Source: an optimization exercise on an open RTL-to-GDS flow (aim: small area). Production flows keep margins and buffers that such runs may drop.
The RTL was checked by simulation tests, not by an equivalence proof against the original design.
Power and IR drop assume default switching activity. The flow treats the clock pin as an ideal source, which a real chip does not have.

Setup of birch:
## sinc4_decim
module sinc4_decim (
    input  wire         clk,
    input  wire         rst,
    input  wire   [1:0] osr_sel,
    input  wire   [7:0] inv,
    input  wire [255:0] offset,      
    input  wire  [30:0] ovr_lim,
    input  wire         bit_valid,
    input  wire   [7:0] bits,
    output reg          out_valid,
    output wire   [2:0] out_ch,
    output reg   [31:0] out_data,
    output reg          out_ovr
);
    wire r64 = (osr_sel == 2'd0) | (osr_sel == 2'd3);
    wire r32 = (osr_sel == 2'd1);
    reg        phase;        
    reg        nofirst;      
    reg  [4:0] pc;           
    reg  [1:0] blk;          
    reg  [2:0] cnt;          
    reg        pr_dec;       
    reg        pr_shift;     
    reg        pr_hi;        
    reg  [4:0] pr_o2;        
    reg  [1:0] pr_blk;       
    reg  [1:0] ph;           
    reg        init;         
    wire [4:0] pc_last = r64 ? 5'd31 : r32 ? 5'd15 : 5'd7;
    wire       take    = bit_valid & ~rst;
    wire       cap_first = take & ~phase;
    wire       cap_pair  = take & phase;
    wire       consume   = (cnt != 3'd0);
    wire       pc_hi     = (pc >= pc_last - 5'd1);
    always @(posedge clk) begin
        if (rst) begin
            phase    <= 1'b1;
            nofirst  <= 1'b1;
            pc       <= pc_last - 5'd1;
            blk      <= 2'd0;
            cnt      <= 3'd0;
            ph       <= 2'd0;
            init     <= 1'b1;
            pr_dec   <= 1'b0;
            pr_shift <= 1'b0;
            pr_hi    <= 1'b0;
            pr_o2    <= 5'd0;
            pr_blk   <= 2'd0;
        end else begin
            ph <= ph + 2'd1;
            if (ph == 2'd3)
                init <= 1'b0;
            if (consume)
                cnt <= cnt - 3'd1;
            if (take)
                phase <= ~phase;
            if (cap_pair) begin
                nofirst  <= 1'b0;
                cnt      <= 3'd4;
                pr_dec   <= (pc == pc_last - 5'd2);
                pr_shift <= (pc == pc_last);
                pr_hi    <= pc_hi;
                pr_o2    <= pc_hi ? pc - pc_last + 5'd1 : pc + 5'd2;
                pr_blk   <= blk;
  ...
For scale: ~0.040 mm² of cells after synthesis.
==> flow/config.mk <==
export PLATFORM = sky130hd
export DESIGN_NAME = sinc4_decim
export DESIGN_NICKNAME = sinc4_decim
export VERILOG_FILES = /design/flow/design.v
export SDC_FILE = /design/flow/constraint.sdc
export NUM_CORES = 4
export LEC_CHECK = 0
export CAP_MARGIN = 20
export CORE_MARGIN = 2
export CORE_UTILIZATION = 40
export PLACE_DENSITY = 0.6
export SLEW_MARGIN = 20
==> flow/constraint.sdc <==
create_clock -name core_clock -period 20.0 [get_ports {clk}]
set_input_delay 4.0000 -clock core_clock [delete_from_list [all_inputs] [get_ports {clk}]]
set_output_delay 4.0000 -clock core_clock [all_outputs]
set_load 0.01 [all_outputs]
run.sh (not shown) runs the stock make flow with config.mk's settings and CLKGATE_MAP_FILE= SYNTH_SCRIPT=/design/flow/synth_recipe.tcl, a recipe that flattens the netlist after the stock synthesis.
Relative to birch, the following input files were edited for cedar:
==> flow/flow/run.sh (new file) <==
#!/bin/bash
# The standard layout (standard.sh), with two changes: the port buffers are
# the smallest buffer cell, and clock tree synthesis uses small clock
# buffers, larger sink clusters and no dummy loads.
set -euo pipefail
export BUFFER_PORTS_ARGS="-buffer_cell sky130_fd_sc_hd__buf_1"
export CTS_ARGS="-sink_clustering_enable -repair_clock_nets -dont_use_dummy_load -buf_list {sky130_fd_sc_hd__clkbuf_8} -sink_clustering_size 18 -sink_clustering_max_diameter 100"
bash standard.sh > standard.log 2>&1
==> flow/standard.sh (new file) <==
#!/bin/bash
# synth_recipe.tcl (not shown) runs the flow's synth.tcl, then flattens the netlist and writes it again
# the make line also repeats each setting of config.mk as NAME=value (left out here)
make -C /OpenROAD-flow-scripts/flow DESIGN_CONFIG=/design/flow/config.mk WORK_HOME=/design/flow/orfs CLKGATE_MAP_FILE= SYNTH_SCRIPT=/design/flow/synth_recipe.tcl "${@:-finish}"
--- a/flow/config.mk
+++ b/flow/config.mk
@@ -8 +8 @@
-export CAP_MARGIN = 20
+export CAP_MARGIN = 10
@@ -10,3 +10,3 @@
-export CORE_UTILIZATION = 40
-export PLACE_DENSITY = 0.6
-export SLEW_MARGIN = 20
+export CORE_UTILIZATION = 65
+export PLACE_DENSITY = 0.8
+export SLEW_MARGIN = 10
removed: flow/run.sh
## What came out
- [compare] base=birch new=cedar: fraction of area in registers went up by 5.2 points, first-iteration DRC count higher, detailed-route wire length per cell climbed 9.2%, mean instance size in the synthesized netlist stayed essentially flat.
- cedar vs birch — routing usage on met1 rose 15 points.
- cedar — maximum ir drop on the vdd rail about 34% lower, birch as reference
- Taking cedar over birch, the die span in x ratio works out to 0.79.
- For birch, the highest layer used for signal routing was met4, unlike cedar, where it was met5.
- Taking birch as the reference, in cedar non-clock buffer count -7, sequential share of power +8.8 points, wire length after detailed routing -4.1 mm.
- Diff birch -> cedar | data arrival at the endpoint of the critical path | increase of 0.02 ns

---

oak:
Starting RTL as in the previous note.
export LEC_CHECK = 0
export CAP_MARGIN = 20
export CORE_MARGIN = 2
export CORE_UTILIZATION = 65
export PLACE_DENSITY = 0.8
export SLEW_MARGIN = 20
create_clock -name core_clock -period 20.0 [get_ports {clk}]
standard.sh (not shown) runs the stock make flow with config.mk's settings and CLKGATE_MAP_FILE= SYNTH_SCRIPT=/design/flow/synth_recipe.tcl, a recipe that flattens the netlist after the stock synthesis.
==> flow/flow/run.sh <==
#!/bin/bash
# The standard layout (standard.sh), with two changes: the port buffers are
# the smallest buffer cell, and clock tree synthesis uses small clock
# buffers, larger sink clusters and no dummy loads.
set -euo pipefail
export BUFFER_PORTS_ARGS="-buffer_cell sky130_fd_sc_hd__buf_1"
export CTS_ARGS="-sink_clustering_enable -repair_clock_nets -dont_use_dummy_load -buf_list {sky130_fd_sc_hd__clkbuf_16} -sink_clustering_size 30 -sink_clustering_max_diameter 100"
bash standard.sh > standard.log 2>&1
--- input diff oak..pine ---
==> flow/flow/run.sh <==
#!/bin/bash
# The standard layout (standard.sh), with two changes: the port buffers are
# the smallest buffer cell, and clock tree synthesis uses small clock
# buffers, larger sink clusters and no dummy loads.
set -euo pipefail
export BUFFER_PORTS_ARGS="-buffer_cell sky130_fd_sc_hd__buf_1"
export CTS_ARGS="-sink_clustering_enable -repair_clock_nets -dont_use_dummy_load -buf_list {sky130_fd_sc_hd__clkbuf_4 sky130_fd_sc_hd__clkbuf_8} -sink_clustering_size 20"
bash standard.sh > standard.log 2>&1
-- flow/config.mk --
<<< oak, line 9
export CORE_MARGIN = 2
export CORE_UTILIZATION = 65
export PLACE_DENSITY = 0.8
export SLEW_MARGIN = 20
>>> pine, line 9
export CORE_MARGIN = 2
export CORE_UTILIZATION = 55
export PLACE_DENSITY = 0.7
export SLEW_MARGIN = 20
### Flow results
Against oak, pine reports a post-route worst setup slack that is higher. pine ended up with a higher number of cells on the critical path than oak did. oak ended up with fewer cell instances than pine did. Taking oak as the reference, in pine global-route wire length before repair ~0 delta; worst slack at placement rose by 0.21 ns; routed wire length barely changed.

-- static timing again, ports no longer ideal --
In the flow no input, the clock included, has a driving cell. The finished layouts below were timed again as built, in two steps. Step 1: set_driving_cell puts a clkbuf_16 on clk and a buf_2 on each other input, an assumption about the parent block. Step 2 times the ports against the registers' clock, not the clock port: input delays grow and output delays shrink by t, the midpoint of the rising clock arrivals with the driver on. a / b / c = no drivers / after step 1 / after step 2; a / b = the first two.
run | shift t [ns] | setup slack, ns | worst hold slack (ns) | slew at the worst register clock pin (ns) | worst slew at a driven data input, ns
birch | 0.711 | 0.754 / 0.745 / 0.034 | 0.302 / 0.302 / 0.302 | 0.07 / 0.07 | 0.12
cedar | 0.767 | 0.854 / 0.857 / 0.090 | 0.267 / 0.267 / 0.267 | 0.12 / 0.12 | 0.15
oak | 0.654 | 0.829 / 0.831 / 0.176 | 0.278 / 0.278 / 0.278 | 0.12 / 0.12 | 0.15
pine | 0.833 | 1.135 / 1.162 / 0.329 | 0.283 / 0.283 / 0.283 | 0.07 / 0.07 | 0.13
After both steps every run listed still meets setup and hold. For pine, which loses most, drivers alone change the setup slack by +0.027 ns; drivers and shift together by -0.806 ns.
